Source: an optimization exercise on an open RTL-to-GDS flow (aim: small area, a short achievable clock period and few clock cycles per item). Production flows keep margins and buffers that such runs may drop. RTL that was checked went through simulation tests only; none was proved equivalent to the original. Only the layout flow was run in run 2; the RTL was not checked for function there.

==> flow/design.v <==
module loop_law_bmul #(
    parameter NA = 16
) (
    input  signed [NA-1:0]  a,
    input         [15:0]    b,
    input         [NA+15:0] c,
    output        [NA+15:0] p
);
    localparam W = NA + 16;
    wire [16:0] bx = {b, 1'b0};
    reg  [W-1:0] acc, k;
    reg          neg, one, two;
    reg  [NA:0]  sel, pp;
    integer j;
    always @(*) begin
        k = {W{1'b0}};
        for (j = 0; j < 8; j = j + 1)
            k = k - ({{(W-1){1'b0}}, 1'b1} << (NA + 2*j));
        acc = c + k;
        for (j = 0; j < 8; j = j + 1) begin
            neg = bx[2*j+2] & ~(bx[2*j+1] & bx[2*j]);
            one = bx[2*j+1] ^ bx[2*j];
            two = (bx[2*j+2] & ~bx[2*j+1] & ~bx[2*j]) | (~bx[2*j+2] & bx[2*j+1] & bx[2*j]);
            sel = two ? {a, 1'b0} : one ? {a[NA-1], a} : {(NA+1){1'b0}};
            pp  = sel ^ {(NA+1){neg}};
            acc = acc + ({{(W-NA-1){1'b0}}, ~pp[NA], pp[NA-1:0]} << (2*j))
                      + ({{(W-1){1'b0}}, neg} << (2*j));
        end
    end
    assign p = acc;
endmodule
module loop_law_drows (
    input  signed [15:0] a,
    input         [14:0] b,
    input         [32:0] c,
    output        [32:0] p
);
    wire [16:0] bx = {1'b0, b, 1'b0};
    reg  [32:0] acc;
    reg         neg, one, two;
    reg  [16:0] sel, pp;
    integer j;
    always @(*) begin
        acc = c;
        for (j = 0; j < 8; j = j + 1) begin
            neg = bx[2*j+2] & ~(bx[2*j+1] & bx[2*j]);
            one = bx[2*j+1] ^ bx[2*j];
            two = (bx[2*j+2] & ~bx[2*j+1] & ~bx[2*j]) | (~bx[2*j+2] & bx[2*j+1] & bx[2*j]);
            sel = two ? {a, 1'b0} : one ? {a[15], a} : 17'd0;
            pp  = sel ^ {17{neg}};
            acc = acc + ({16'd0, ~pp[16], pp[15:0]} << (2*j));
        end
    end
    assign p = acc;
endmodule
module loop_law_dcorr (
    input  [14:0] b,
    output [32:0] k
);
    wire [16:0] bx = {1'b0, b, 1'b0};
    reg  [32:0] acc;
    integer j;
    always @(*) begin
        acc = 33'd0;
        for (j = 0; j < 8; j = j + 1)
            acc = acc + ({32'd0, bx[2*j+2] & ~(bx[2*j+1] & bx[2*j])} << (2*j))
                      - (33'd1 << (16 + 2*j));
    end
    assign k = acc;
endmodule
module loop_law (
    input                    clk,
    input                    rst,           
    input                    in_valid,
    output                   in_ready,
    input             [3:0]  in_slot,
    input                    in_first,
    input                    in_ref_ext,
    input                    in_deriv_on,
    input             [3:0]  in_out_shift,
    input      signed [15:0] in_r,
    input      signed [15:0] in_y,
    input      signed [15:0] in_u_init,
    input      signed [15:0] in_kp,
    input      signed [15:0] in_ki,
    input      signed [15:0] in_kd,
    input      signed [15:0] in_af,
    input      signed [15:0] in_ff,
    input      signed [15:0] in_u_min,
    input      signed [15:0] in_u_max,
    input             [14:0] in_i_lim,
    output reg               out_valid,
    output reg        [3:0]  out_slot,
    output reg signed [15:0] out_u,
    output reg signed [15:0] out_e,
    output reg               out_sat
);
    assign in_ready = 1'b1;
    reg signed [15:0] st_e [0:15];
    reg signed [15:0] st_d [0:15];
    reg signed [30:0] st_i [0:15];
    reg               v0, v1, v2, v3, v4;
    reg        [3:0]  slot0, slot1, slot2, slot3, slot4;
    reg               first0, first1, first2;
    reg               rx0, don0, don1, don2;
    reg        [3:0]  sh0, s1, s2, s3, s4;
    reg signed [15:0] r0, y0, ui0, kp0, ki0, kd0, af0, ff0, umin0, umax0;
    reg        [14:0] lim0, lim1, lim2, lim3;
    reg signed [15:0] e1, e2, e3, e4;
    reg signed [16:0] de1;
    reg signed [15:0] kp1, ki1, kd1, ff1, ui1, umin1, umax1, umin2, umax2, umin3, umax3;
    reg        [14:0] af1, af2;
    reg        [32:0] z2;
    reg signed [31:0] p2, di2, di3;
    reg signed [15:0] ff2;
    reg signed [30:0] ii2;
    reg               dpos2;
    reg signed [15:0] drd2;
    reg               same2;
    reg signed [15:0] d3;
    reg signed [32:0] bn3;
    reg signed [33:0] k3;
    reg               dpos3;
    reg signed [30:0] ird3;
    reg               same3;
    reg signed [33:0] base4;
    reg signed [30:0] inew4;
    reg signed [15:0] umin4, umax4;
    always @(posedge clk) begin
        v0     <= rst ? 1'b0 : in_valid;
        slot0  <= in_slot;
        first0 <= in_first;
        rx0    <= in_ref_ext;
        don0   <= in_deriv_on;
        sh0    <= in_out_shift;
        r0     <= in_r;
        y0     <= in_y;
        ui0    <= in_u_init;
        kp0    <= in_kp;
        ki0    <= in_ki;
        kd0    <= in_kd;
        af0    <= in_af;
        ff0    <= in_ff;
        umin0  <= in_u_min;
        umax0  <= in_u_max;
        lim0   <= in_i_lim;
    end
    wire signed [16:0] rmy_1  = r0 - y0;
    wire signed [15:0] esat_1 = (rmy_1[16] != rmy_1[15]) ? {rmy_1[16], {15{~rmy_1[16]}}} : rmy_1[15:0];
    wire signed [15:0] e_1    = rx0 ? y0 : esat_1;
    wire signed [15:0] ep_1   = first0 ? 16'sd0 : st_e[slot0];
    always @(posedge clk) begin
        if (v0) st_e[slot0] <= e_1;
        v1     <= rst ? 1'b0 : v0;
        slot1  <= slot0;
        s1     <= (sh0 > 4'd8) ? 4'd8 : sh0;
        first1 <= first0;
        don1   <= don0;
        e1     <= e_1;
        de1    <= e_1 - ep_1;
        kp1    <= kp0;
        ki1    <= ki0;
        kd1    <= kd0;
        af1    <= af0[15] ? 15'd0 : af0[14:0];
        ff1    <= ff0;
        ui1    <= ui0;
        umin1  <= umin0;
        umax1  <= umax0;
        lim1   <= lim0;
    end
    wire [32:0] z_2, zk_2;
    wire [31:0] p_2, di_2;
    loop_law_dcorr u_dcorr (.b(af1), .k(zk_2));
    loop_law_bmul #(.NA(17)) u_zmul (.a(de1), .b(kd1), .c(zk_2 + 33'h3FFF), .p(z_2));
    loop_law_bmul #(.NA(16)) u_pmul (.a(e1),  .b(kp1), .c(32'd0), .p(p_2));
    loop_law_bmul #(.NA(16)) u_imul (.a(e1),  .b(ki1), .c(32'd0), .p(di_2));
    wire signed [31:0] lim_2  = $signed({2'b00, lim1, 15'd0});
    wire signed [31:0] iir_2  = ($signed({ui1, 15'd0}) >>> s1) - $signed({ff1, 15'd0});
    wire signed [30:0] ii_2   = (iir_2 > lim_2)  ? lim_2[30:0] :
                                (iir_2 < -lim_2) ? -lim_2[30:0] : iir_2[30:0];
    always @(posedge clk) begin
        v2     <= rst ? 1'b0 : v1;
        slot2  <= slot1;
        s2     <= s1;
        first2 <= first1;
        don2   <= don1;
        e2     <= e1;
        z2     <= z_2;
        p2     <= p_2;
        di2    <= di_2;
        af2    <= af1;
        ff2    <= ff1;
        ii2    <= ii_2;
        umin2  <= umin1;
        umax2  <= umax1;
        lim2   <= lim1;
        drd2   <= first1 ? 16'sd0 : st_d[slot1];
        dpos2  <= ~di_2[31] & (|di_2[30:0]);
        same2  <= v2 && (slot2 == slot1) && !first1;
    end
    wire signed [15:0] dp_3 = same2 ? d3 : drd2;
    wire        [32:0] s0_3;
    loop_law_drows u_dmul (.a(dp_3), .b(af2), .c(z2), .p(s0_3));
    wire               dcy_3  = ~s0_3[32] & (&s0_3[14:0]);
    wire               dpo_3  = ~s0_3[32] & ((|s0_3[31:30]) | (&s0_3[29:0]));
    wire               dno_3  = s0_3[32] & ~(&s0_3[31:30]);
    wire        [15:0] dl_3   = s0_3[30:15] + {15'd0, dcy_3};
    wire signed [15:0] d_3    = ~don2 ? 16'sd0 : dpo_3 ? 16'sh7FFF : dno_3 ? 16'sh8000 : dl_3;
    wire signed [32:0] bn_3 = p2 + $signed({ff2, 15'd0});
    wire signed [16:0] vw_3 = dpos2 ? umax2 + 17'sd1 : $signed({umin2[15], umin2});
    wire signed [17:0] mw_3 = {vw_3, 1'b0} - 18'sd1;
    wire signed [32:0] tw_3 = ($signed({mw_3, 14'd0}) >>> s2) + $signed({1'b0, vw_3[16] | (vw_3 == 17'sd0)});
    always @(posedge clk) begin
        if (v2) st_d[slot2] <= d_3;
        v3     <= rst ? 1'b0 : v2;
        slot3  <= slot2;
        s3     <= s2;
        e3     <= e2;
        d3     <= d_3;
        di3    <= di2;
        bn3    <= bn_3;
        k3     <= bn_3 - tw_3;
        dpos3  <= dpos2;
        lim3   <= lim2;
        umin3  <= umin2;
        umax3  <= umax2;
        ird3   <= first2 ? ii2 : st_i[slot2];
        same3  <= v3 && (slot3 == slot2) && !first2;
    end
    wire signed [30:0] ip_4  = same3 ? inew4 : ird3;
    wire signed [34:0] d15_4 = $signed({d3, 15'd0});
    wire signed [34:0] lv_4  = $signed({5'd0, lim3, 15'd0});
    wire signed [34:0] sum_4 = ip_4 + di3;
    wire signed [34:0] hs_4  = ip_4 + di3 + ~lv_4;           
    wire signed [34:0] ls_4  = ip_4 + di3 + lv_4;            
    wire signed [34:0] ws_4  = ip_4 + di3 + k3 + d15_4;      
    wire signed [34:0] wl_4  = lv_4 + k3 + d15_4;            
    wire signed [34:0] wn_4  = k3 + d15_4 - lv_4;            
    wire               hi_4  = ~hs_4[34];
    wire               lo_4  = ls_4[34];
    wire               w_4   = hi_4 ? wl_4[34] : lo_4 ? wn_4[34] : ws_4[34];
    wire               dneg_4 = di3[31];
    wire               wind_4 = dpos3 ? ~w_4 : (dneg_4 & w_4);
    wire signed [30:0] inew_4 = wind_4 ? ip_4 : hi_4 ? lv_4[30:0] : lo_4 ? -lv_4[30:0] : sum_4[30:0];
    wire signed [34:0] base_4 = bn3 + d15_4;
    always @(posedge clk) begin
        if (v3) st_i[slot3] <= inew_4;
        v4     <= rst ? 1'b0 : v3;
        slot4  <= slot3;
        s4     <= s3;
        e4     <= e3;
        base4  <= base_4[33:0];
        inew4  <= inew_4;
        umin4  <= umin3;
        umax4  <= umax3;
    end
    wire signed [34:0] x_5  = base4 + inew4;
    wire signed [34:0] rc_5 = $signed({20'd0, 15'h4000 >> s4}) - $signed({1'b0, x_5[34]});
    wire signed [34:0] m_5  = x_5 + rc_5;
    wire signed [34:0] q_5  = m_5 >>> (4'd15 - s4);
    wire signed [16:0] va_5 = umax4 + 17'sd1;
    wire signed [17:0] ma_5 = {va_5, 1'b0} - 18'sd1;
    wire signed [17:0] mb_5 = {umin4[15], umin4, 1'b0} - 18'sd1;
    wire signed [32:0] ta_5 = ($signed({ma_5, 14'd0}) >>> s4) + $signed({1'b0, va_5[16] | (va_5 == 17'sd0)});
    wire signed [32:0] tb_5 = ($signed({mb_5, 14'd0}) >>> s4) + $signed({1'b0, umin4[15] | (umin4 == 16'sd0)});
    wire signed [35:0] xa_5 = base4 + inew4 - ta_5;
    wire signed [35:0] xb_5 = base4 + inew4 - tb_5;
    wire               above_5 = ~xa_5[35];
    wire               below_5 = xb_5[35];
    wire signed [15:0] u_5  = above_5 ? umax4 : below_5 ? umin4 : q_5[15:0];
    always @(posedge clk) begin
        out_valid <= rst ? 1'b0 : v4;
        out_slot  <= slot4;
        out_u     <= u_5;
        out_e     <= e4;
        out_sat   <= above_5 | below_5;
    end
endmodule
==> flow/run.sh <==
#!/bin/bash
# synth_recipe.tcl (not shown) runs the flow's synth.tcl, then flattens the netlist and writes it again
# the make line also repeats each setting of config.mk as NAME=value (left out here)
make -C /OpenROAD-flow-scripts/flow DESIGN_CONFIG=/design/flow/config.mk WORK_HOME=/design/flow/orfs CLKGATE_MAP_FILE= SYNTH_SCRIPT=/design/flow/synth_recipe.tcl finish
==> flow/config.mk <==
export PLATFORM = sky130hd
export DESIGN_NAME = loop_law
export DESIGN_NICKNAME = loop_law
export VERILOG_FILES = /design/flow/design.v
export SDC_FILE = /design/flow/constraint.sdc
export NUM_CORES = 4
export LEC_CHECK = 0
export CAP_MARGIN = 60
export CORE_MARGIN = 2
export CORE_UTILIZATION = 55
export SLEW_MARGIN = 70
==> flow/constraint.sdc <==
create_clock -name core_clock -period 34.0 [get_ports {clk}]
set_input_delay 6.8000 -clock core_clock [delete_from_list [all_inputs] [get_ports {clk}]]
set_output_delay 6.8000 -clock core_clock [all_outputs]
set_load 0.01 [all_outputs]
==> results of run 1 <==
[cell families (layout without fill, tap and decap cells)]
kind of cell	count (synthesis)	in the layout	synth area share [%]
AND/OR/NAND/NOR	2432	2432	10.4
AO/OA/AOI/OAI	2086	2086	10.9
adder cells (fa/ha/maj)	1285	1285	16.4
multiplexers	587	587	8.65
other	1	9	0.00319
buffers and inverters	1290	1693	4.17
XOR/XNOR	875	875	6.55
flip-flops	2012	2012	42.8
[registers in the layout, summed over array words and instances (netlist names), 17 cells and up]
signal	count
bn3	33
st_e	256
de1	17
p2	32
k3	34
z2	33
di3	32
ird3	31
di2	32
st_d	256
ii2	31
base4	34
inew4	31
st_i	496
[worst reg2reg max path, delay by kind of cell, from the launching register on]
family          cells  cell delay (ps)
buf+inv             5              770
simple gates        5              820
compound gates     11             2530
mux                 1              520
fa+ha+maj           7             2940
flops               1              320
xor+xnor            3              750
[path summary, 6_finish.rpt]
path | startpoint | to | slack (ps) | cells after the start
hold reg to reg | umin1[7] | umin2[7] | 290 | 0
setup / recovery | same2 | st_d[10][12] | 25120 | 32
hold / removal | umin1[7] | umin2[7] | 290 | 0
setup reg to reg | same2 | st_d[10][12] | 25120 | 32
[routing by layer]
| layer | routed length (um) | vias to the layer above | part of all wire (%) | track usage, % |
|---|---|---|---|---|
| li1 | - | 38300 | - | - |
| met1 | 151000 | 41300 | 44 | 45.5 |
| met2 | 152000 | 3549 | 44 | 47.5 |
| met3 | 32100 | 541 | 9.3 | 6.60 |
| met4 | 10900 | 18 | 3.2 | 9.72 |
| met5 | 117 | - | 0.034 | 0 |
[cells in the final DEF (no fill, tap or decap), drive strengths merged, types with 25 or more instances in the layout]
| cell | n |
|---|---|
| dfxtp | 1004 |
| nand2 | 610 |
| clkinv | 61 |
| a31oi | 67 |
| a21oi | 729 |
| nor2b | 135 |
| edfxtp | 1008 |
| nor2 | 478 |
| a211oi | 68 |
| o21ai | 519 |
| inv | 792 |
| o211ai | 52 |
| clkbuf | 285 |
| a22oi | 25 |
| clkdlybuf4s50 | 227 |
| a21boi | 38 |
| nand2b | 118 |
| xnor2 | 664 |
| nand3 | 256 |
| nor4 | 35 |
| nor3 | 153 |
| buf | 292 |
| and3 | 372 |
| and2 | 49 |
| o21a | 90 |
| mux4 | 332 |
| or3 | 54 |
| xor2 | 209 |
| nand4 | 57 |
| mux2 | 111 |
| o31ai | 48 |
| fa | 430 |
| a21o | 127 |
| o21bai | 53 |
| ha | 851 |
| nand3b | 26 |
| mux2i | 144 |
[metrics by stage]
| stage | cell area [um2] | hold WS [ps] | util (%) |
|---|---|---|---|
| 2_1_floorplan | 118000 | 310 | - |
| 3_3_place_gp | 123000 | 310 | 58.1 |
| 3_5_place_dp | 126000 | 312 | 59.4 |
| 4_1_cts | 133000 | 295 | 62.7 |
| 5_1_grt | 134000 | 313 | 63.0 |
| 6_report | 134000 | 288 | 63.0 |
[area by class of cell]
type | count | area (um2) | area share, %
clock inverter | 99 | 1330 | 0.994
clock buffer | 279 | 5630 | 4.21
timing repair buffer | 530 | 5340 | 3.99
sequential | 2012 | 50500 | 37.7
multi-input combinational | 7266 | 64500 | 48.2
antenna | 8 | 20.0 | 0.0150
tap | 2821 | 3530 | 2.64
inverter | 785 | 2950 | 2.21
==> reports/qor_table.md, run 1 <==
| Metric | Value | Unit |
|---|---|---|
| Post-synth EDFFs | 1008 | - |
| Final clock skew | 51.0 | ps |
| Most common cell on crit path | sky130_fd_sc_hd__fa_1 | - |
| Minimum setup slack after placement | 25110 | ps |
| I/O pin cnt | 228 | - |
| Core outline area | 212000 | um2 |
| Buf/Inv on CP | 5 | - |
| DRT Wirelength | 345000 | um |
| Highest Clock Rate | 113 | MHz |
| Async SR Flop Fraction | 0 | % |
| Area of the mapped netlist | 118000 | um2 |
| H-tree depth reported by CTS | 4 | - |
| Congestion Overflow GR | 0 | - |
| Setup repair after global routing missed its margin | false | - |
| Vias per inst | 6.07 | - |
| Cell with the most instances after synthesis | sky130_fd_sc_hd__edfxtp_1 | - |
| Worst Slack Setup Final | 25120 | ps |
| Slowest library cell on the worst path | sky130_fd_sc_hd__fa_1 | - |
| Cell total after placement | 13400 | - |
| Leading area contributor after synthesis | sky130_fd_sc_hd__edfxtp_1 | - |
| Hold WC Path Type | reg -> reg | - |
| Die outline height | 466 | um |
| Pin count of the biggest net entering global routing | 55 | - |
| Fraction of final layout cells with drive strength greater than 1 | 14.1 | % |
| Final hold viol count | 0 | - |
| Synth-to-Final Area Change | 13.8 | % |
| Clock sink total | 2012 | - |
| Required time reported for the critical path endpoint | 34610 | ps |
| Clock Latency Late Sink | 880 | ps |
| Number of distinct standard cells referenced by the synthesized netlist | 106 | - |
| Slew Limit Fails | 0 | - |
| Fraction of the yosys area taken by sequential cells | 42.8 | % |
| Endpoint type of the worst setup path | flip-flop | - |
| Iteration-0 DRC count of the detailed router | 9094 | - |
| Layout filler cell count | 16800 | - |
| Wire length of the first global-routing pass | 517000 | um |
| Drt first pass iters | 8 | - |
| Total Negative Setup Slacks | 0 | ps |
| Die W | 466 | um |
| Number of buffers added by the clock tree synthesis step | 199 | - |
| Post-CTS Resized | 0 | - |
| Cells taking the most area after synthesis | sky130_fd_sc_hd__edfxtp_1 (26%), sky130_fd_sc_hd__dfxtp_1 (17%), sky130_fd_sc_hd__ha_1 (9.1%), sky130_fd_sc_hd__fa_1 (7.3%), sky130_fd_sc_hd__mux4_2 (6.4%) | - |
| Arr. time, crit path | 9500 | ps |
| Number of DRC violations after detailed routing | 0 | - |
| Clock root buffer | sky130_fd_sc_hd__clkbuf_16 | - |
| YS warnings | 5 | - |
| Vias after detailed routing | 83700 | - |
| Final period util | 26.1 | % |
| Class of the most critical setup path | reg -> reg | - |
| Cts hold-fix bufs | 0 | - |
| Number of antenna violations at the first check in global routing | 27 | - |
| Detailed-placement wirelength estimate | 252000 | um |
| Result of the run | no timing/DRC/antenna violations | - |
| Family with the most delay on the worst path | adder cells | - |
| Post CTS Setup Buffer Count | 0 | - |
| Synth Area per Inst | 11.1 | um2 |
| Final nets | 12300 | - |
| Clock-pin slew reported for the worst setup and hold paths after clock tree synthesis | 60 | ps |
| List of most frequent post-synthesis cells | sky130_fd_sc_hd__edfxtp_1 (1008), sky130_fd_sc_hd__dfxtp_1 (1004), sky130_fd_sc_hd__ha_1 (851) | - |
| Post-Synthesis Net Count | 12000 | - |
| Maximum number of buffers from clock root to sink | 3 | - |
| Minimum clock period after layout | 8880 | ps |
| Leading register cell type out of synthesis | sky130_fd_sc_hd__edfxtp_1 | - |
| Number of maximum-capacitance violations | 0 | - |
| TritonCTS clock tree | done | - |
| Gp weighted congestion | 0.977 | - |
| Synthesized instance count | 10600 | - |
| Worst path max stage delay | 630 | ps |
| Std-Cell Rows | 169 | - |
| Post-detailed-route wirelength per cell | 25.0 | um |
| Flip-flop and latch count after synthesis | 2012 | - |
| Initial core utilization | 55.4 | % |
| Fraction of post-synthesis cell area in the top cell type by area | 25.7 | % |
| Final number of setup-violating endpoints | 0 | - |
| Number of global-route vias before repair | 82000 | - |
| Number of antenna-violating nets in the routed design | 0 | - |
| Total track usage | 31.4 | % |
| CP max FO | 32 | - |
| IO Port Bufs | 226 | - |
| Kind of launch point of the worst setup path | flip-flop | - |
| Non-filler instance count after layout | 13800 | - |
| Die Area | 217000 | um2 |
Testbench counts, summed over its fixed seeds: cycles 80,040, items 80,000.
==> inputs of run 2 (changes only) <==
--- a/flow/design.v
+++ b/flow/design.v
@@ -114,3 +114,2 @@
     reg signed [31:0] p2, di2, di3;
-    reg signed [15:0] ff2;
     reg signed [30:0] ii2;
@@ -119,4 +118,4 @@
     reg               same2;
-    reg signed [15:0] d3;
-    reg signed [32:0] bn3;
+    reg signed [15:0] d3, dw3;
+    reg signed [31:0] bn3;
     reg signed [33:0] k3;
@@ -126,3 +125,3 @@
     reg signed [33:0] base4;
-    reg signed [30:0] inew4;
+    reg signed [30:0] inew4, iw4;
     reg signed [15:0] umin4, umax4;
@@ -174,3 +173,3 @@
     loop_law_bmul #(.NA(17)) u_zmul (.a(de1), .b(kd1), .c(zk_2 + 33'h3FFF), .p(z_2));
-    loop_law_bmul #(.NA(16)) u_pmul (.a(e1),  .b(kp1), .c(32'd0), .p(p_2));
+    loop_law_bmul #(.NA(16)) u_pmul (.a(e1),  .b(kp1), .c({ff1[15], ff1, 15'd0}), .p(p_2));
     loop_law_bmul #(.NA(16)) u_imul (.a(e1),  .b(ki1), .c(32'd0), .p(di_2));
@@ -191,3 +190,2 @@
         af2    <= af1;
-        ff2    <= ff1;
         ii2    <= ii_2;
@@ -196,3 +194,3 @@
         lim2   <= lim1;
-        drd2   <= first1 ? 16'sd0 : st_d[slot1];
+        drd2   <= first1 ? 16'sd0 : (v3 && slot3 == slot1) ? dw3 : st_d[slot1];
         dpos2  <= ~di_2[31] & (|di_2[30:0]);
@@ -206,5 +204,15 @@
     wire               dno_3  = s0_3[32] & ~(&s0_3[31:30]);
-    wire        [15:0] dl_3   = s0_3[30:15] + {15'd0, dcy_3};
+    wire        [15:0] dl_3;
+    genvar gi;
+    generate
+        for (gi = 0; gi < 16; gi = gi + 1) begin : g_dinc
+            if (gi == 0) begin : g0
+                assign dl_3[gi] = s0_3[15] ^ dcy_3;
+            end else begin : gn
+                assign dl_3[gi] = s0_3[15+gi] ^ (dcy_3 & (&s0_3[15+gi-1:15]));
+            end
+        end
+    endgenerate
     wire signed [15:0] d_3    = ~don2 ? 16'sd0 : dpo_3 ? 16'sh7FFF : dno_3 ? 16'sh8000 : dl_3;
-    wire signed [32:0] bn_3 = p2 + $signed({ff2, 15'd0});
+    wire signed [31:0] bn_3 = p2;
     wire signed [16:0] vw_3 = dpos2 ? umax2 + 17'sd1 : $signed({umin2[15], umin2});
@@ -213,3 +221,3 @@
     always @(posedge clk) begin
-        if (v2) st_d[slot2] <= d_3;
+        if (v2) dw3 <= d_3;
         v3     <= rst ? 1'b0 : v2;
@@ -221,3 +229,3 @@
         bn3    <= bn_3;
-        k3     <= bn_3 - tw_3;
+        k3     <= bn_3 - tw_3 + di2;
         dpos3  <= dpos2;
@@ -226,3 +234,3 @@
         umax3  <= umax2;
-        ird3   <= first2 ? ii2 : st_i[slot2];
+        ird3   <= first2 ? ii2 : (v4 && slot4 == slot2) ? iw4 : st_i[slot2];
         same3  <= v3 && (slot3 == slot2) && !first2;
@@ -235,5 +243,5 @@
     wire signed [34:0] ls_4  = ip_4 + di3 + lv_4;            
-    wire signed [34:0] ws_4  = ip_4 + di3 + k3 + d15_4;      
-    wire signed [34:0] wl_4  = lv_4 + k3 + d15_4;            
-    wire signed [34:0] wn_4  = k3 + d15_4 - lv_4;            
+    wire signed [34:0] ws_4  = ip_4 + k3 + d15_4;            
+    wire signed [34:0] wl_4  = k3 - di3 + lv_4 + d15_4;      
+    wire signed [34:0] wn_4  = k3 - di3 - lv_4 + d15_4;      
     wire               hi_4  = ~hs_4[34];
@@ -246,3 +254,4 @@
     always @(posedge clk) begin
-        if (v3) st_i[slot3] <= inew_4;
+        if (v3) iw4 <= inew_4;
+        if (v3) st_d[slot3] <= dw3;
         v4     <= rst ? 1'b0 : v3;
@@ -271,2 +280,3 @@
     always @(posedge clk) begin
+        if (v4) st_i[slot4] <= iw4;
         out_valid <= rst ? 1'b0 : v4;
--- a/flow/config.mk
+++ b/flow/config.mk
@@ -7,5 +7,6 @@
 export LEC_CHECK = 0
-export CAP_MARGIN = 60
+export ABC_AREA = 1
+export CAP_MARGIN = 20
 export CORE_MARGIN = 2
 export CORE_UTILIZATION = 55
-export SLEW_MARGIN = 70
+export SLEW_MARGIN = 20
==> reports/qor_table.md, run 2 <==
| Metric | Value | Unit |
|---|---|---|
| Class of the most critical setup path | reg -> out | - |
| Number of stages on the worst setup path | 1 | - |
| YS warnings | 5 | - |
| IO Port Bufs | 226 | - |
| Cell with the most instances after synthesis | sky130_fd_sc_hd__nand2_1 | - |
| Post CTS Setup Buffer Count | 0 | - |
| Initial core utilization | 55.3 | % |
| Headroom to the max-slew limit | 25.3 | % |
| Vias per inst | 5.87 | - |
| Maximum number of buffers from clock root to sink | 3 | - |
| Clock-pin slew reported for the worst setup and hold paths after clock tree synthesis | 70 | ps |
| Kind of launch point of the worst setup path | flip-flop | - |
| Synthesized instance count | 13200 | - |
| Result of the run | no timing/DRC/antenna violations | - |
| CP max FO | 1 | - |
| Pin count of the biggest net entering global routing | 199 | - |
| Iteration-0 DRC count of the detailed router | 10100 | - |
| Top register by number of flip-flops | st_i | - |
| Total Negative Setup Slacks | 0 | ps |
| TritonCTS clock tree | done | - |
| Highest Clock Rate | 116 | MHz |
| Cts hold-fix bufs | 0 | - |
| Clock Latency Late Sink | 910 | ps |
| Number of distinct standard cells referenced by the synthesized netlist | 74 | - |
| Drt first pass iters | 7 | - |
| Worst Slack Setup Final | 25390 | ps |
| Cell Chain, Critical Path | clkdlybuf4s50_1 | - |
| Final period util | 25.3 | % |
| Number of maximum-capacitance violations | 0 | - |
| Slew Limit Fails | 0 | - |
| Commonest non-fill, non-tap cell in the layout | sky130_fd_sc_hd__nand2_1 | - |
| Number of antenna-violating nets in the routed design | 0 | - |
| Async SR Flop Fraction | 0 | % |
| Required time reported for the critical path endpoint | 27200 | ps |
| Number of buffers added by the clock tree synthesis step | 202 | - |
| Number of DRC violations after detailed routing | 0 | - |
| Flip-flop count of the largest register after layout | 496 | - |
| Die outline height | 474 | um |
| Minimum clock period after layout | 8610 | ps |
| Family with the most delay on the worst path | buffers and inverters | - |
| Fraction of final layout cells with drive strength greater than 1 | 6.04 | % |
| Setup repair after global routing missed its margin | false | - |
| Synth Area per Inst | 9.20 | um2 |
| DRT Wirelength | 373000 | um |
| Wire length of the first global-routing pass | 558000 | um |
| Die Area | 224000 | um2 |
| Setup slack on the worst flop-to-flop path | 26150 | ps |
| Post-CTS Resized | 0 | - |
| Number of antenna violations at the first check in global routing | 13 | - |
| Cells taking the most area after synthesis | sky130_fd_sc_hd__edfxtp_1 (26%), sky130_fd_sc_hd__dfxtp_1 (16%), sky130_fd_sc_hd__ha_1 (9.2%), sky130_fd_sc_hd__fa_1 (7.8%), sky130_fd_sc_hd__nand2_1 (5.9%) | - |
| Leading area contributor after synthesis | sky130_fd_sc_hd__edfxtp_1 | - |
| Worst r2r path cells | 24 | - |
| Actual transition at the worst max-transition pin | 1120 | ps |
| Endpoint type of the worst setup path | primary output | - |
| Fraction of the yosys area taken by sequential cells | 42.4 | % |
| Leading register cell type out of synthesis | sky130_fd_sc_hd__edfxtp_1 | - |
| Synth-to-Final Area Change | 10.2 | % |
| Flip-flop and latch count after synthesis | 2041 | - |
| Top library cells by usage in the layout, fill and taps aside | sky130_fd_sc_hd__nand2_1 (1915), sky130_fd_sc_hd__inv_1 (1340), sky130_fd_sc_hd__o21ai_0 (1109) | - |
| H-tree depth reported by CTS | 4 | - |
| Total track usage | 32.6 | % |
| Congestion Overflow GR | 0 | - |
| Area of the mapped netlist | 121000 | um2 |
| Final number of setup-violating endpoints | 0 | - |
| Post-synth EDFFs | 1055 | - |
| Final hold viol count | 0 | - |
| Post-detailed-route wirelength per cell | 22.9 | um |
| Std-Cell Rows | 172 | - |
| Final clock skew | 90.9 | ps |
| Slowest library cell on the worst path | sky130_fd_sc_hd__clkdlybuf4s50_1 | - |
| Vias after detailed routing | 95700 | - |
| Clock sink total | 2041 | - |
| Minimum setup slack after placement | 26080 | ps |
| Die W | 474 | um |
| Largest regs | st_i x496, st_d x256, st_e x256 | - |
| Fraction of post-synthesis cell area in the top cell type by area | 26.1 | % |
| Post-Synthesis Net Count | 14700 | - |
| Hold WC Path Type | reg -> reg | - |
| I/O pin cnt | 228 | - |
| Number of global-route vias before repair | 92000 | - |
| Layout filler cell count | 18600 | - |
| Arr. time, crit path | 1810 | ps |
| Detailed-placement wirelength estimate | 276000 | um |
| Min-Delay Path Depth | 0 | - |
| List of most frequent post-synthesis cells | sky130_fd_sc_hd__nand2_1 (1915), sky130_fd_sc_hd__inv_1 (1342), sky130_fd_sc_hd__o21ai_0 (1133) | - |
| Final nets | 14800 | - |
| Buf/Inv on CP | 1 | - |
| Core outline area | 220000 | um2 |
| Gp weighted congestion | 1.01 | - |
| Clock root buffer | sky130_fd_sc_hd__clkbuf_16 | - |
| Worst path max stage delay | 550 | ps |
==> run 2: cell families (layout without fill, tap and decap cells) <==
logic type      count (synthesis)  in the layout  synth area share [%]
fa+ha+maj                    1368           1368                  17.0
simple gates                 4197           4197                  14.9
buf+inv                      1916           2171                  6.05
xor+xnor                      839            839                  6.08
compound gates               2786           2786                  13.2
other cells                     1              3               0.00309
flops                        2041           2041                  42.4
mux                            34             34                 0.311
==> run 2: path summary, 6_finish.rpt <==
kind / endpoint / from
worst min-delay path: umax4[3] / umax3[3]
worst max register to register: dw3[11] / d3[15]
worst min register to register: umax4[3] / umax3[3]
worst max-delay path: out_valid / out_valid
==> run 2: per-stage QoR <==
| stage | area (um2) | util (%) | std cells | hold slack [ps] |
|---|---|---|---|---|
| 2_1_floorplan | 121000 | - | 13200 | 310 |
| 3_3_place_gp | 127000 | 57.6 | 15900 | 310 |
| 3_5_place_dp | 127000 | 57.6 | 15900 | 312 |
| 4_1_cts | 134000 | 60.9 | 16300 | 302 |
| 5_1_grt | 134000 | 60.9 | 16300 | 305 |
| 6_report | 134000 | 60.9 | 16300 | 296 |
==> run 2: cell type report <==
class	count	area (um2)	area share (%)
well taps	2871	3590	2.69
clock inverters	119	1500	1.12
clock buffers	257	5660	4.23
inverters	1409	5300	3.96
flip-flops and latches	2041	51400	38.5
diodes	2	5.00	0.00374
repair buffers	386	3490	2.61
multi-input cells	9225	62700	46.9
==> run 2: layer usage <==
metal / vias to the layer above / routed length (um) / GRT usage [%]
li1: 45100 / - / -
met1: 45800 / 166000 / 46.8
met2: 4124 / 164000 / 50.4
met3: 587 / 30500 / 5.04
met4: 2 / 13100 / 10.8
met5: - / 13 / 0
==> inputs of run 3 (changes only) <==
--- a/flow/design.v
+++ b/flow/design.v
@@ -265,16 +265,11 @@
     end
-    wire signed [34:0] x_5  = base4 + inew4;
-    wire signed [34:0] rc_5 = $signed({20'd0, 15'h4000 >> s4}) - $signed({1'b0, x_5[34]});
-    wire signed [34:0] m_5  = x_5 + rc_5;
-    wire signed [34:0] q_5  = m_5 >>> (4'd15 - s4);
-    wire signed [16:0] va_5 = umax4 + 17'sd1;
-    wire signed [17:0] ma_5 = {va_5, 1'b0} - 18'sd1;
-    wire signed [17:0] mb_5 = {umin4[15], umin4, 1'b0} - 18'sd1;
-    wire signed [32:0] ta_5 = ($signed({ma_5, 14'd0}) >>> s4) + $signed({1'b0, va_5[16] | (va_5 == 17'sd0)});
-    wire signed [32:0] tb_5 = ($signed({mb_5, 14'd0}) >>> s4) + $signed({1'b0, umin4[15] | (umin4 == 16'sd0)});
-    wire signed [35:0] xa_5 = base4 + inew4 - ta_5;
-    wire signed [35:0] xb_5 = base4 + inew4 - tb_5;
-    wire               above_5 = ~xa_5[35];
-    wire               below_5 = xb_5[35];
-    wire signed [15:0] u_5  = above_5 ? umax4 : below_5 ? umin4 : q_5[15:0];
+    wire signed [34:0] x_5   = base4 + inew4;
+    wire signed [34:0] xs_5  = x_5 >>> (4'd15 - s4);
+    wire               hb_5  = |(x_5[14:0] & (15'h4000 >> s4));
+    wire               rb_5  = |(x_5[14:0] & (15'h3FFF >> s4));
+    wire               inc_5 = hb_5 & (~x_5[34] | rb_5);
+    wire signed [27:0] q_5   = xs_5[27:0] + $signed({27'd0, inc_5});
+    wire               above_5 = q_5 > umax4;
+    wire               below_5 = q_5 < umin4;
+    wire signed [15:0] u_5   = above_5 ? umax4 : below_5 ? umin4 : q_5[15:0];
     always @(posedge clk) begin
==> flow/flow/run.sh (new file) <==
#!/bin/bash
# Layout flow: the standard layout (standard.sh, unchanged synthesis,
# floorplan, power grid, placement, CTS and routing), with one change: the
# buffers that buffer_ports puts on every input and output port are
# sky130_fd_sc_hd__buf_2 cells instead of the resizer's default pick
# (clkdlybuf4s50_1, a delay cell).
set -euo pipefail
cd "$(dirname "$0")/.."
export BUFFER_PORTS_ARGS="-buffer_cell sky130_fd_sc_hd__buf_2"
bash standard.sh finish > standard_flow.log 2>&1
==> flow/standard.sh (new file) <==
#!/bin/bash
# synth_recipe.tcl (not shown) runs the flow's synth.tcl, then flattens the netlist and writes it again
# the make line also repeats each setting of config.mk as NAME=value (left out here)
make -C /OpenROAD-flow-scripts/flow DESIGN_CONFIG=/design/flow/config.mk WORK_HOME=/design/flow/orfs CLKGATE_MAP_FILE= SYNTH_SCRIPT=/design/flow/synth_recipe.tcl "${@:-finish}"
--- a/flow/config.mk
+++ b/flow/config.mk
@@ -8,5 +8,5 @@
 export ABC_AREA = 1
-export CAP_MARGIN = 20
+export CAP_MARGIN = 60
 export CORE_MARGIN = 2
 export CORE_UTILIZATION = 55
-export SLEW_MARGIN = 20
+export SLEW_MARGIN = 70
removed: flow/run.sh
==> reports/qor_table.md, run 3 <==
| Metric | Value | Unit |
|---|---|---|
| Result of the run | no timing/DRC/antenna violations | - |
| Cts hold-fix bufs | 0 | - |
| Number of buffers added by the clock tree synthesis step | 205 | - |
| Vias per inst | 5.76 | - |
| Std-Cell Rows | 170 | - |
| Fraction of the yosys area taken by sequential cells | 43.6 | % |
| Flip-flop and latch count after synthesis | 2041 | - |
| Fraction of met1 tracks used by global routing | 45.5 | % |
| Fraction of post-synthesis cell area in the top cell type by area | 26.8 | % |
| Final clock skew | 75.0 | ps |
| Die W | 467 | um |
| Worst path max stage delay | 370 | ps |
| Final nets | 14200 | - |
| Class of the most critical setup path | reg -> out | - |
| Total track usage | 32.3 | % |
| GR Util met3 | 4.37 | % |
| Slew Limit Fails | 0 | - |
| Number of maximum-capacitance violations | 0 | - |
| Number of antenna-violating nets in the routed design | 0 | - |
| Flip-flop count of the largest register after layout | 496 | - |
| Pin count of the biggest net entering global routing | 68 | - |
| Final hold viol count | 0 | - |
| Congestion Overflow GR | 0 | - |
| Synthesized instance count | 12400 | - |
| Layout filler cell count | 18100 | - |
| CP max FO | 1 | - |
| Top register by number of flip-flops | st_i | - |
| Minimum clock period after layout | 8220 | ps |
| Endpoint type of the worst setup path | primary output | - |
| Clock root buffer | sky130_fd_sc_hd__clkbuf_16 | - |
| Number of stages on the worst setup path | 1 | - |
| Finished Cell Area | 132000 | um2 |
| Post-detailed-route wirelength per cell | 22.8 | um |
| Clock sink total | 2041 | - |
| Leading area contributor after synthesis | sky130_fd_sc_hd__edfxtp_1 | - |
| Synth Area per Inst | 9.49 | um2 |
| Wire length of the first global-routing pass | 536000 | um |
| Clock-pin slew reported for the worst setup and hold paths after clock tree synthesis | 70 | ps |
| Final number of setup-violating endpoints | 0 | - |
| Min-Delay Path Depth | 0 | - |
| Post-Synthesis Net Count | 14000 | - |
| Top library cells by usage in the layout, fill and taps aside | sky130_fd_sc_hd__nand2_1 (1720), sky130_fd_sc_hd__inv_1 (1431), sky130_fd_sc_hd__edfxtp_1 (1055) | - |
| Largest regs | st_i x496, st_d x256, st_e x256 | - |
| Vias after detailed routing | 90500 | - |
| Commonest non-fill, non-tap cell in the layout | sky130_fd_sc_hd__nand2_1 | - |
| Gp weighted congestion | 1.00 | - |
| DP Area | 125000 | um2 |
| List of most frequent post-synthesis cells | sky130_fd_sc_hd__nand2_1 (1735), sky130_fd_sc_hd__inv_1 (1499), sky130_fd_sc_hd__edfxtp_1 (1055) | - |
| Setup repair after global routing missed its margin | false | - |
| Arr. time, crit path | 1420 | ps |
| Family with the most delay on the worst path | flip-flops | - |
| Iteration-0 DRC count of the detailed router | 8398 | - |
| DRT Wirelength | 358000 | um |
| Cell with the most instances after synthesis | sky130_fd_sc_hd__nand2_1 | - |
| Met2 Track Usage GR | 51.1 | % |
| Core outline area | 214000 | um2 |
| Async SR Flop Fraction | 0 | % |
| Hold WC Path Type | reg -> reg | - |
| Final period util | 24.2 | % |
| Worst r2r path cells | 29 | - |
| Number of distinct standard cells referenced by the synthesized netlist | 77 | - |
| Post-CTS Resized | 0 | - |
| Die outline height | 467 | um |
| I/O pin cnt | 228 | - |
| Cells taking the most area after synthesis | sky130_fd_sc_hd__edfxtp_1 (27%), sky130_fd_sc_hd__dfxtp_1 (17%), sky130_fd_sc_hd__ha_1 (9.0%), sky130_fd_sc_hd__fa_1 (8.0%), sky130_fd_sc_hd__nand2_1 (5.5%) | - |
| Initial core utilization | 55.2 | % |
| Highest Clock Rate | 122 | MHz |
| Leading register cell type out of synthesis | sky130_fd_sc_hd__edfxtp_1 | - |
| Fraction of final layout cells with drive strength greater than 1 | 11.1 | % |
| Cell total after placement | 15300 | - |
| Drt first pass iters | 8 | - |
| Cell Chain, Critical Path | buf_2 | - |
| Clock Latency Late Sink | 910 | ps |
| GRT busiest layer | met2 | - |
| Total Negative Setup Slacks | 0 | ps |
| End-of-flow core utilization | 61.6 | % |
| Area of the mapped netlist | 118000 | um2 |
| Kind of launch point of the worst setup path | flip-flop | - |
| H-tree depth reported by CTS | 4 | - |
| Slowest library cell on the worst path | sky130_fd_sc_hd__dfxtp_1 | - |
| Detailed-placement wirelength estimate | 271000 | um |
| Post-synth EDFFs | 1055 | - |
| Number of global-route vias before repair | 88000 | - |
| Die Area | 218000 | um2 |
| Buf/Inv on CP | 1 | - |
| Maximum number of buffers from clock root to sink | 3 | - |
| TritonCTS clock tree | done | - |
| Required time reported for the critical path endpoint | 27200 | ps |
| Number of antenna violations at the first check in global routing | 22 | - |
| Number of DRC violations after detailed routing | 0 | - |
| Post CTS Setup Buffer Count | 0 | - |
| Non-filler instance count after layout | 15700 | - |
| YS warnings | 5 | - |
| Synth-to-Final Area Change | 11.6 | % |
| IO Port Bufs | 226 | - |
-- run 3: kinds of logic after synthesis --
kind of cell | after synthesis | share of synthesized area (%)
AND/OR/NAND/NOR | 3522 | 13.0
AO/OA/AOI/OAI | 2577 | 12.7
buffers and inverters | 2051 | 6.63
flip-flops | 2041 | 43.6
adder cells (fa/ha/maj) | 1322 | 17.0
XOR/XNOR | 777 | 5.76
multiplexers | 156 | 1.35
other | 1 | 0.00318
-- run 3: final timing paths --
| path | start | end | slack [ps] |
|---|---|---|---|
| min reg2reg | s3[1] | s4[1] | 320 |
| max | out_valid | out_valid | 25780 |
| max reg2reg | ki1[3] | dpos2 | 26890 |
| min | s3[1] | s4[1] | 320 |
-- run 3: area by class of cell --
| cell class | count | area [um2] | share of cell area (%) |
|---|---|---|---|
| tap | 2838 | 3550 | 2.70 |
| timing repair buffer | 523 | 3860 | 2.93 |
| sequential | 2041 | 51500 | 39.1 |
| clock buffer | 280 | 5860 | 4.45 |
| antenna | 5 | 12.5 | 0.00950 |
| clock inverter | 101 | 1090 | 0.825 |
| multi-input combinational | 8355 | 59900 | 45.5 |
| inverter | 1568 | 5950 | 4.52 |
-- run 3: through the flow --
stage / hold WS, ps / setup slack, ps
floorplan: 310 / 26870
global placement: 310 / 26100
CTS: 322 / 25750
finish: 322 / 25780
global route: 329 / 25750
detailed placement: 312 / 26710
-- run 3: metal layers --
metal	part of all wire [%]	wire (um)
met5	0.015	55
met4	3.6	12800
met3	7.3	26000
met2	45	162000
met1	44	157000
Testbench counts of run 3, summed over its fixed seeds: cycles 80,040, items 80,000.
==> inputs of run 4 (changes only) <==
--- a/flow/design.v
+++ b/flow/design.v
@@ -229,3 +229,3 @@
         bn3    <= bn_3;
-        k3     <= bn_3 - tw_3 + di2;
+        k3     <= bn_3 - tw_3;
         dpos3  <= dpos2;
@@ -243,11 +243,13 @@
     wire signed [34:0] ls_4  = ip_4 + di3 + lv_4;            
-    wire signed [34:0] ws_4  = ip_4 + k3 + d15_4;            
-    wire signed [34:0] wl_4  = k3 - di3 + lv_4 + d15_4;      
-    wire signed [34:0] wn_4  = k3 - di3 - lv_4 + d15_4;      
     wire               hi_4  = ~hs_4[34];
     wire               lo_4  = ls_4[34];
-    wire               w_4   = hi_4 ? wl_4[34] : lo_4 ? wn_4[34] : ws_4[34];
+    wire signed [30:0] itry_4 = hi_4 ? lv_4[30:0] : lo_4 ? -lv_4[30:0] : sum_4[30:0];
+    wire signed [34:0] kd_4  = k3 + d15_4;
+    wire               ws_4  = (sum_4 + kd_4) < 35'sd0;
+    wire               wl_4  = (lv_4 + kd_4) < 35'sd0;
+    wire               wn_4  = kd_4 < lv_4;
+    wire               w_4   = hi_4 ? wl_4 : lo_4 ? wn_4 : ws_4;
     wire               dneg_4 = di3[31];
     wire               wind_4 = dpos3 ? ~w_4 : (dneg_4 & w_4);
-    wire signed [30:0] inew_4 = wind_4 ? ip_4 : hi_4 ? lv_4[30:0] : lo_4 ? -lv_4[30:0] : sum_4[30:0];
+    wire signed [30:0] inew_4 = wind_4 ? ip_4 : itry_4;
     wire signed [34:0] base_4 = bn3 + d15_4;
--- a/flow/config.mk
+++ b/flow/config.mk
@@ -8,5 +8,5 @@
 export ABC_AREA = 1
-export CAP_MARGIN = 60
+export CAP_MARGIN = 20
 export CORE_MARGIN = 2
 export CORE_UTILIZATION = 55
-export SLEW_MARGIN = 70
+export SLEW_MARGIN = 20
==> reports/qor_table.md, run 4 <==
| Metric | Value | Unit |
|---|---|---|
| Top library cells by usage in the layout, fill and taps aside | sky130_fd_sc_hd__nand2_1 (1815), sky130_fd_sc_hd__inv_1 (1319), sky130_fd_sc_hd__edfxtp_1 (1055) | - |
| Cell total after placement | 15000 | - |
| Worst Slack Setup Final | 25870 | ps |
| Number of DRC violations after detailed routing | 0 | - |
| Simple-gate area share of the yosys netlist | 14.4 | % |
| Flip-flop and latch count after synthesis | 2041 | - |
| End-of-flow core utilization | 60.5 | % |
| Actual transition at the worst max-transition pin | 1140 | ps |
| Initial core utilization | 55.3 | % |
| Endpoint type of the worst setup path | primary output | - |
| Final number of setup-violating endpoints | 0 | - |
| Class of the most critical setup path | reg -> out | - |
| Clock-pin slew reported for the worst setup and hold paths after clock tree synthesis | 60 | ps |
| Result of the run | no timing/DRC/antenna violations | - |
| Vias per inst | 5.79 | - |
| Synth-to-Final Area Change | 9.47 | % |
| Hold WC Path Type | reg -> reg | - |
| Drt first pass iters | 6 | - |
| Post-detailed-route wirelength per cell | 22.8 | um |
| Fraction of final layout cells with drive strength greater than 1 | 7.49 | % |
| Total Negative Setup Slacks | 0 | ps |
| Highest Clock Rate | 123 | MHz |
| Final clock skew | 99.5 | ps |
| Clock sink total | 2041 | - |
| CP max FO | 1 | - |
| TritonCTS clock tree | done | - |
| Post-CTS Resized | 0 | - |
| Headroom to the max-slew limit | 23.4 | % |
| Final hold viol count | 0 | - |
| Worst path max stage delay | 320 | ps |
| Fraction of post-synthesis cell area in the top cell type by area | 27.7 | % |
| Largest family of logic cells by synthesized area | adder cells | - |
| Cells taking the most area after synthesis | sky130_fd_sc_hd__edfxtp_1 (28%), sky130_fd_sc_hd__dfxtp_1 (17%), sky130_fd_sc_hd__ha_1 (8.7%), sky130_fd_sc_hd__fa_1 (6.9%), sky130_fd_sc_hd__nand2_1 (5.9%) | - |
| List of most frequent post-synthesis cells | sky130_fd_sc_hd__nand2_1 (1815), sky130_fd_sc_hd__inv_1 (1321), sky130_fd_sc_hd__edfxtp_1 (1055) | - |
| Slew Limit Fails | 0 | - |
| Die outline height | 460 | um |
| Number of antenna violations at the first check in global routing | 18 | - |
| Cts hold-fix bufs | 0 | - |
| Leading register cell type out of synthesis | sky130_fd_sc_hd__edfxtp_1 | - |
| Leading area contributor after synthesis | sky130_fd_sc_hd__edfxtp_1 | - |
| Detailed-placement wirelength estimate | 255000 | um |
| Synthesized instance count | 12300 | - |
| H-tree depth reported by CTS | 4 | - |
| Die W | 460 | um |
| Fin Hold WS | 261 | ps |
| Buf/Inv on CP | 1 | - |
| Congestion Overflow GR | 0 | - |
| Post-synth EDFFs | 1055 | - |
| DRT Wirelength | 350000 | um |
| Setup repair after global routing missed its margin | false | - |
| Post-synthesis compound-gate area fraction | 12.9 | % |
| YS warnings | 5 | - |
| Pin count of the biggest net entering global routing | 106 | - |
| Fraction of synthesized cell area in xor and xnor cells | 5.69 | % |
| Number of maximum-capacitance violations | 0 | - |
| Maximum number of buffers from clock root to sink | 3 | - |
| Synth Area in Adders | 15.5 | % |
| Slowest library cell on the worst path | sky130_fd_sc_hd__dfxtp_1 | - |
| Top register by number of flip-flops | st_i | - |
| Synth Area per Inst | 9.30 | um2 |
| Number of antenna-violating nets in the routed design | 0 | - |
| Area of the mapped netlist | 115000 | um2 |
| IO Port Bufs | 226 | - |
| Vias after detailed routing | 89000 | - |
| Number of buffers added by the clock tree synthesis step | 200 | - |
| Iteration-0 DRC count of the detailed router | 8791 | - |
| Final period util | 23.9 | % |
| Final nets | 13800 | - |
| Post-Synthesis Net Count | 13700 | - |
| Largest regs | st_i x496, st_d x256, st_e x256 | - |
| Post CTS Setup Buffer Count | 0 | - |
| Wire length of the first global-routing pass | 523000 | um |
| Die Area | 212000 | um2 |
| Gp weighted congestion | 0.985 | - |
| Minimum clock period after layout | 8130 | ps |
| Async SR Flop Fraction | 0 | % |
| Number of distinct standard cells referenced by the synthesized netlist | 73 | - |
| I/O pin cnt | 228 | - |
| Cell with the most instances after synthesis | sky130_fd_sc_hd__nand2_1 | - |
| Arr. time, crit path | 1330 | ps |
| Clock root buffer | sky130_fd_sc_hd__clkbuf_16 | - |
| Core outline area | 207000 | um2 |
| Commonest non-fill, non-tap cell in the layout | sky130_fd_sc_hd__nand2_1 | - |
| Family with the most delay on the worst path | flip-flops | - |
| Required time reported for the critical path endpoint | 27200 | ps |
| Flip-flop count of the largest register after layout | 496 | - |
| Non-filler instance count after layout | 15400 | - |
| Cell Chain, Critical Path | buf_2 | - |
| Kind of launch point of the worst setup path | flip-flop | - |
| Multiplexer fraction of the synthesized cell area | 0.314 | % |
| Total track usage | 32.5 | % |
| Number of global-route vias before repair | 85100 | - |
| Clock Latency Late Sink | 890 | ps |
| Minimum setup slack after placement | 26180 | ps |
| Fraction of the yosys area taken by sequential cells | 44.9 | % |
| Std-Cell Rows | 167 | - |
-- run 4: cell count changes in the layout (fill, tap and decap cells not counted), moves of 60 or more --
cell                       change
sky130_fd_sc_hd__inv_2        -60
sky130_fd_sc_hd__o211ai_1     -94
sky130_fd_sc_hd__a21oi_1     -159
sky130_fd_sc_hd__nor2_1      +354
sky130_fd_sc_hd__nand2_1      +95
sky130_fd_sc_hd__mux2i_1     -125
sky130_fd_sc_hd__o22ai_1     +106
sky130_fd_sc_hd__fa_1         -80
sky130_fd_sc_hd__inv_1       -112
sky130_fd_sc_hd__o21ai_0     +193
-- run 4: cells by family after synthesis --
group           Yosys count
simple gates           3879
compound gates         2553
flops                  2041
buf+inv                1880
fa+ha+maj              1185
xor+xnor                744
mux                      32
other cells               1
-- run 4: path summary, 6_finish.rpt --
check                              endpoint        start  slack [ps]  cells past startpoint
worst max-delay path            out_slot[1]  out_slot[1]       25870                      1
worst max register to register      dw3[10]        same2       26050                     24
worst min register to register      ff1[11]      ff0[11]         260                      0
worst min-delay path                ff1[11]      ff0[11]         260                      0
-- run 4: cell type report --
cell class	instances	area [um2]
Antenna cell	4	10.0
Clock buffer	266	5650
Clock inverter	103	1160
Fill cell	17600	81700
Inverter	1385	5210
Multi-Input combinational cell	8394	56100
Sequential cell	2041	51400
Tap cell	2788	3490
Timing Repair Buffer	379	2290
-- run 4: layer usage --
metal / up-vias / wire [um] / global-route usage (%)
met5: - / 80 / 0
met4: 12 / 14800 / 12.8
met3: 640 / 26800 / 5.38
met2: 3625 / 154000 / 49.8
met1: 42600 / 155000 / 46.1
li1: 42100 / - / -
-- run 4: through the flow --
stage | area [um2]
after CTS | 125000
final | 125000
after global routing | 125000
after detailed placement | 119000
after floorplan | 115000
after global placement | 118000
Testbench counts of run 4, summed over its fixed seeds: cycles 80,040, items 80,000.
==> inputs of run 5 (changes only) <==
--- a/flow/config.mk
+++ b/flow/config.mk
@@ -10,3 +10,5 @@
 export CORE_MARGIN = 2
-export CORE_UTILIZATION = 55
+export CORE_UTILIZATION = 62
+export CTS_CLUSTER_DIAMETER = 100
+export CTS_CLUSTER_SIZE = 25
 export SLEW_MARGIN = 20
==> reports/qor_table.md, run 5 <==
| Metric | Value | Unit |
|---|---|---|
| Worst path max stage delay | 1060 | ps |
| Slowest library cell on the worst path | sky130_fd_sc_hd__dfxtp_1 | - |
| Worst r2r path cells | 25 | - |
| Result of the run | no timing/DRC/antenna violations | - |
| Required time reported for the critical path endpoint | 34690 | ps |
| Leading register cell type out of synthesis | sky130_fd_sc_hd__edfxtp_1 | - |
| Maximum number of buffers from clock root to sink | 3 | - |
| Highest Clock Rate | 123 | MHz |
| Synth-to-Final Area Change | 5.72 | % |
| Clock sink total | 2041 | - |
| Minimum clock period after layout | 8110 | ps |
| Final number of setup-violating endpoints | 0 | - |
| Initial core utilization | 62.5 | % |
| Hold WC Path Type | reg -> reg | - |
| Post-detailed-route wirelength per cell | 22.8 | um |
| Clock root buffer | sky130_fd_sc_hd__clkbuf_16 | - |
| Leading area contributor after synthesis | sky130_fd_sc_hd__edfxtp_1 | - |
| Synthesized instance count | 12300 | - |
| Number of distinct standard cells referenced by the synthesized netlist | 73 | - |
| Number of global-route vias before repair | 84900 | - |
| Arr. time, crit path | 8800 | ps |
| Headroom to the max-slew limit | 23.7 | % |
| Reg2Reg Capture Point | p2[29] | - |
| Kind of launch point of the worst setup path | flip-flop | - |
| Layout filler cell count | 15000 | - |
| Cts hold-fix bufs | 0 | - |
| Finished Cell Area | 121000 | um2 |
| Core outline area | 183000 | um2 |
| Pin count of the biggest net entering global routing | 104 | - |
| Min-Delay Path Depth | 0 | - |
| End-of-flow core utilization | 66.0 | % |
| DP Area | 118000 | um2 |
| Area of the mapped netlist | 115000 | um2 |
| Vias after detailed routing | 89700 | - |
| Minimum setup slack after placement | 26250 | ps |
| Number of antenna-violating nets in the routed design | 0 | - |
| Gp weighted congestion | 1.04 | - |
| DRT Wirelength | 338000 | um |
| Post CTS Setup Buffer Count | 0 | - |
| Fraction of post-synthesis cell area in the top cell type by area | 27.7 | % |
| Most common cell on crit path | sky130_fd_sc_hd__inv_1 | - |
| Die Area | 188000 | um2 |
| Actual transition at the worst max-transition pin | 1120 | ps |
| Cells taking the most area after synthesis | sky130_fd_sc_hd__edfxtp_1 (28%), sky130_fd_sc_hd__dfxtp_1 (17%), sky130_fd_sc_hd__ha_1 (8.7%), sky130_fd_sc_hd__fa_1 (6.9%), sky130_fd_sc_hd__nand2_1 (5.9%) | - |
| Fin Hold WS | 321 | ps |
| Number of DRC violations after detailed routing | 0 | - |
| Endpoint type of the worst setup path | flip-flop | - |
| Async SR Flop Fraction | 0 | % |
| Drt first pass iters | 8 | - |
| Congestion Overflow GR | 0 | - |
| Launching point of the worst reg2reg path | kp1[1] | - |
| Number of buffers added by the clock tree synthesis step | 97 | - |
| Worst hold path startpoint | ki0[3] | - |
| Clock-pin slew reported for the worst setup and hold paths after clock tree synthesis | 100 | ps |
| Final clock skew | 60.2 | ps |
| Clock Latency Late Sink | 820 | ps |
| Final nets | 13700 | - |
| Post-synth EDFFs | 1055 | - |
| List of most frequent post-synthesis cells | sky130_fd_sc_hd__nand2_1 (1815), sky130_fd_sc_hd__inv_1 (1321), sky130_fd_sc_hd__edfxtp_1 (1055) | - |
| Wire length of the first global-routing pass | 506000 | um |
| Class of the most critical setup path | reg -> reg | - |
| Final hold viol count | 0 | - |
| Detailed-placement wirelength estimate | 246000 | um |
| Post-Synthesis Net Count | 13700 | - |
| Die W | 434 | um |
| Largest regs | st_i x496, st_d x256, st_e x256 | - |
| H-tree depth reported by CTS | 3 | - |
| Min-Delay Endpoint | ki1[3] | - |
| Post-CTS Resized | 0 | - |
| Top library cells by usage in the layout, fill and taps aside | sky130_fd_sc_hd__nand2_1 (1815), sky130_fd_sc_hd__inv_1 (1318), sky130_fd_sc_hd__edfxtp_1 (1055) | - |
| Fraction of the yosys area taken by sequential cells | 44.9 | % |
| Die outline height | 434 | um |
| Setup slack on the worst flop-to-flop path | 25890 | ps |
| Final period util | 23.8 | % |
| Std-Cell Rows | 157 | - |
| YS warnings | 5 | - |
| Top register by number of flip-flops | st_i | - |
| Commonest non-fill, non-tap cell in the layout | sky130_fd_sc_hd__nand2_1 | - |
| Setup repair after global routing missed its margin | false | - |
| Flip-flop count of the largest register after layout | 496 | - |
| Number of antenna violations at the first check in global routing | 14 | - |
| IO Port Bufs | 226 | - |
| Synth Area per Inst | 9.30 | um2 |
| Number of maximum-capacitance violations | 0 | - |
| Flip-flop and latch count after synthesis | 2041 | - |
| Slew Limit Fails | 0 | - |
| Worst Slack Setup Final | 25890 | ps |
| Iteration-0 DRC count of the detailed router | 9884 | - |
| I/O pin cnt | 228 | - |
| Vias per inst | 6.05 | - |
| Cell with the most instances after synthesis | sky130_fd_sc_hd__nand2_1 | - |
| CP max FO | 31 | - |
| Total Negative Setup Slacks | 0 | ps |
| TritonCTS clock tree | done | - |
| Fraction of final layout cells with drive strength greater than 1 | 5.96 | % |
| Total track usage | 35.2 | % |
[run 5: cell counts after synthesis]
No cell type changed its count.
[run 5: stage by stage]
stage / std cells
after floorplan: 12300
after detailed placement: 14700
after CTS: 14800
after global routing: 14800
after global placement: 14700
final: 14800
[run 5: area by class of cell]
cell class | instances | area, um2 | area share, %
clock buffer | 147 | 2640 | 2.18
clock inverter | 21 | 368 | 0.304
sequential | 2041 | 51400 | 42.5
antenna | 3 | 7.51 | 0.00620
timing repair buffer | 371 | 2220 | 1.83
tap | 2464 | 3080 | 2.55
inverter | 1385 | 5210 | 4.30
multi-input combinational | 8394 | 56100 | 46.3
[run 5: worst max-delay path: cells and delay by family (launching register included)]
family	cells	cell delay, ps
compound gates	7	2090
flops	1	1060
simple gates	4	770
xor+xnor	2	330
fa+ha+maj	6	2660
buf+inv	6	1090
[run 5: cells by family after synthesis]
group	synth area share [%]
and+or+nand+nor	14.4
AOI/OAI and AO/OA	12.9
DFF	44.9
buffers and inverters	6.23
adders and majority gates	15.5
xor gates and xnor gates	5.69
muxes	0.314
other	0.00328
[run 5: worst max-delay path by stage]
stage	cells after the start	endpoint	startpoint
5_1_grt	25	p2[29]	kp1[1]
2_1_floorplan	0	out_e[0]	out_e[0]
3_5_place_dp	26	dw3[14]	same2
3_3_place_gp	25	dw3[13]	same2
4_1_cts	1	out_u[2]	out_u[2]
6_report	25	p2[29]	kp1[1]
[run 5: metal layers]
metal  global-route usage [%]  share of wire (%)
met1                     49.2                 42
met2                     54.1                 44
met3                     6.02                9.4
met4                     15.4                4.9
met5                        0              0.029
==> inputs of run 6 (changes only) <==
--- a/flow/config.mk
+++ b/flow/config.mk
@@ -8,3 +8,3 @@
 export ABC_AREA = 1
-export CAP_MARGIN = 20
+export CAP_MARGIN = 60
 export CORE_MARGIN = 2
@@ -13,2 +13,2 @@
 export CTS_CLUSTER_SIZE = 25
-export SLEW_MARGIN = 20
+export SLEW_MARGIN = 70
==> reports/qor_table.md, run 6 <==
| Metric | Value | Unit |
|---|---|---|
| Result of the run | no timing/DRC/antenna violations | - |
| Number of distinct standard cells referenced by the synthesized netlist | 73 | - |
| Worst path max stage delay | 330 | ps |
| Leading register cell type out of synthesis | sky130_fd_sc_hd__edfxtp_1 | - |
| Post-Synthesis Net Count | 13700 | - |
| Synth-to-Final Area Change | 7.93 | % |
| Fraction of met1 tracks used by global routing | 49.1 | % |
| Post-synth EDFFs | 1055 | - |
| Minimum setup slack after placement | 26770 | ps |
| Number of DRC violations after detailed routing | 0 | - |
| Setup slack on the worst flop-to-flop path | 26910 | ps |
| Flip-flop count of the largest register after layout | 496 | - |
| GR Util met3 | 6.38 | % |
| Iteration-0 DRC count of the detailed router | 10300 | - |
| Class of the most critical setup path | reg -> out | - |
| Async SR Flop Fraction | 0 | % |
| Synthesized instance count | 12300 | - |
| Required time reported for the critical path endpoint | 27200 | ps |
| Detailed-placement wirelength estimate | 252000 | um |
| Post-synthesis compound-gate area fraction | 12.9 | % |
| Kind of launch point of the worst setup path | flip-flop | - |
| Top register by number of flip-flops | st_i | - |
| I/O pin cnt | 228 | - |
| Final clock skew | 54.3 | ps |
| Number of global-route vias before repair | 86300 | - |
| Largest regs | st_i x496, st_d x256, st_e x256 | - |
| Cell with the most instances after synthesis | sky130_fd_sc_hd__nand2_1 | - |
| Family with the most delay on the worst path | flip-flops | - |
| Die outline height | 434 | um |
| Critical Path Start | out_valid | - |
| Clock-pin slew reported for the worst setup and hold paths after clock tree synthesis | 100 | ps |
| Fraction of final layout cells with drive strength greater than 1 | 9.01 | % |
| Cells taking the most area after synthesis | sky130_fd_sc_hd__edfxtp_1 (28%), sky130_fd_sc_hd__dfxtp_1 (17%), sky130_fd_sc_hd__ha_1 (8.7%), sky130_fd_sc_hd__fa_1 (6.9%), sky130_fd_sc_hd__nand2_1 (5.9%) | - |
| Maximum number of buffers from clock root to sink | 3 | - |
| Minimum clock period after layout | 8050 | ps |
| Reg2Reg Capture Point | p2[29] | - |
| Cts hold-fix bufs | 0 | - |
| Std-Cell Rows | 157 | - |
| IO Port Bufs | 226 | - |
| Headroom to the max-slew limit | 66.0 | % |
| Initial core utilization | 62.5 | % |
| Endpoint type of the worst setup path | primary output | - |
| Highest Clock Rate | 124 | MHz |
| Clock root buffer | sky130_fd_sc_hd__clkbuf_16 | - |
| Number of maximum-capacitance violations | 0 | - |
| Cell Chain, Critical Path | buf_2 | - |
| Setup repair after global routing missed its margin | false | - |
| Launching point of the worst reg2reg path | kp1[1] | - |
| YS warnings | 5 | - |
| Multiplexer fraction of the synthesized cell area | 0.314 | % |
| Post-detailed-route wirelength per cell | 22.7 | um |
| Clock sink total | 2041 | - |
| DRT Wirelength | 340000 | um |
| Fraction of synthesized cell area in xor and xnor cells | 5.69 | % |
| Buf/Inv on CP | 1 | - |
| Flip-flop and latch count after synthesis | 2041 | - |
| End-of-flow core utilization | 67.4 | % |
| Largest family of logic cells by synthesized area | adder cells | - |
| Synth Area in Adders | 15.5 | % |
| Gp weighted congestion | 1.04 | - |
| Worst r2r path cells | 27 | - |
| Total track usage | 35.6 | % |
| Core outline area | 183000 | um2 |
| Area of the mapped netlist | 115000 | um2 |
| List of most frequent post-synthesis cells | sky130_fd_sc_hd__nand2_1 (1815), sky130_fd_sc_hd__inv_1 (1321), sky130_fd_sc_hd__edfxtp_1 (1055) | - |
| Slowest library cell on the worst path | sky130_fd_sc_hd__dfxtp_1 | - |
| Hold WC Path Type | reg -> reg | - |
| Vias after detailed routing | 90300 | - |
| Vias per inst | 6.04 | - |
| Final hold viol count | 0 | - |
## run 6: cell counts after synthesis
No cell type changed its count.
## run 6: per-stage QoR
step	instance area, um2
detailed placement	120000
finish	124000
floorplan	115000
global placement	118000
global route	124000
CTS	123000
## run 6: worst min path at each step
stage                     to  cells past startpoint  slack [ps]
finish              lim3[13]                      0         320
global route        lim3[13]                      0         320
CTS                 lim3[13]                      0         300
detailed placement    kd1[1]                      0         310
global placement      e3[12]                      0         310
floorplan             af2[0]                      0         310
## run 6: kinds of logic (layout without fill, tap and decap cells)
logic type | after synthesis | after routing
XOR/XNOR | 744 | 744
multiplexers | 32 | 32
adder cells (fa/ha/maj) | 1185 | 1185
other | 1 | 6
AND/OR/NAND/NOR | 3879 | 3879
flip-flops | 2041 | 2041
buffers and inverters | 1880 | 2054
AO/OA/AOI/OAI | 2553 | 2553
## run 6: per-layer routing
layer | vias to the layer above | part of all wire (%)
met5 | - | 0.0079
met4 | 4 | 5.0
met3 | 754 | 9.7
met2 | 4576 | 44
met1 | 43000 | 41
li1 | 42000 | -
## run 6: final cells by class
type,instances,area (um2),area share (%)
antenna,5,12.5,0.0101
clock buffer,150,2660,2.15
clock inverter,22,397,0.321
inverter,1385,5290,4.28
multi-input combinational,8394,56900,46.0
sequential,2041,51500,41.7
tap,2464,3080,2.49
timing repair buffer,497,3730,3.02

[port drivers added, routing unchanged]
The results above use ideal ports. As a check the final layouts listed here were re-extracted and re-timed, cells and wires unchanged. Step 1 (the two cells are an assumption about what drives the block):
set clk [get_ports {clk}]
set_driving_cell -lib_cell sky130_fd_sc_hd__clkbuf_16 $clk
set_driving_cell -lib_cell sky130_fd_sc_hd__buf_2 [delete_from_list [all_inputs] $clk]
Step 2 adds t to the input delays and takes it off the output delays; t is the mean of the earliest and latest rising clock arrival at the registers after step 1. Input paths then give back, and output paths get back, about the clock's delay inside the block. Three values: ideal, step 1, step 2; two values: the first two.
run	shift t [ns]	slack for setup (ns)	hold WS [ns]	worst register clock-pin slew, ns	pins driven straight from the clock port
run 1	0.955	25.118 / 25.118 / 25.118	0.288 / 0.288 / 0.288	0.07 / 0.07	1
run 2	0.964	25.388 / 25.285 / 26.105	0.296 / 0.296 / 0.296	0.08 / 0.08	1
run 3	0.950	25.779 / 25.700 / 26.650	0.322 / 0.322 / 0.322	0.07 / 0.07	1
run 4	0.939	25.870 / 25.780 / 26.050	0.261 / 0.261 / 0.261	0.09 / 0.09	1
run 5	0.881	25.894 / 25.859 / 25.894	0.321 / 0.321 / 0.321	0.10 / 0.10	1
run 6	0.877	25.952 / 25.862 / 26.740	0.316 / 0.316 / 0.316	0.10 / 0.10	1
After both steps setup and hold are still met in every run listed.
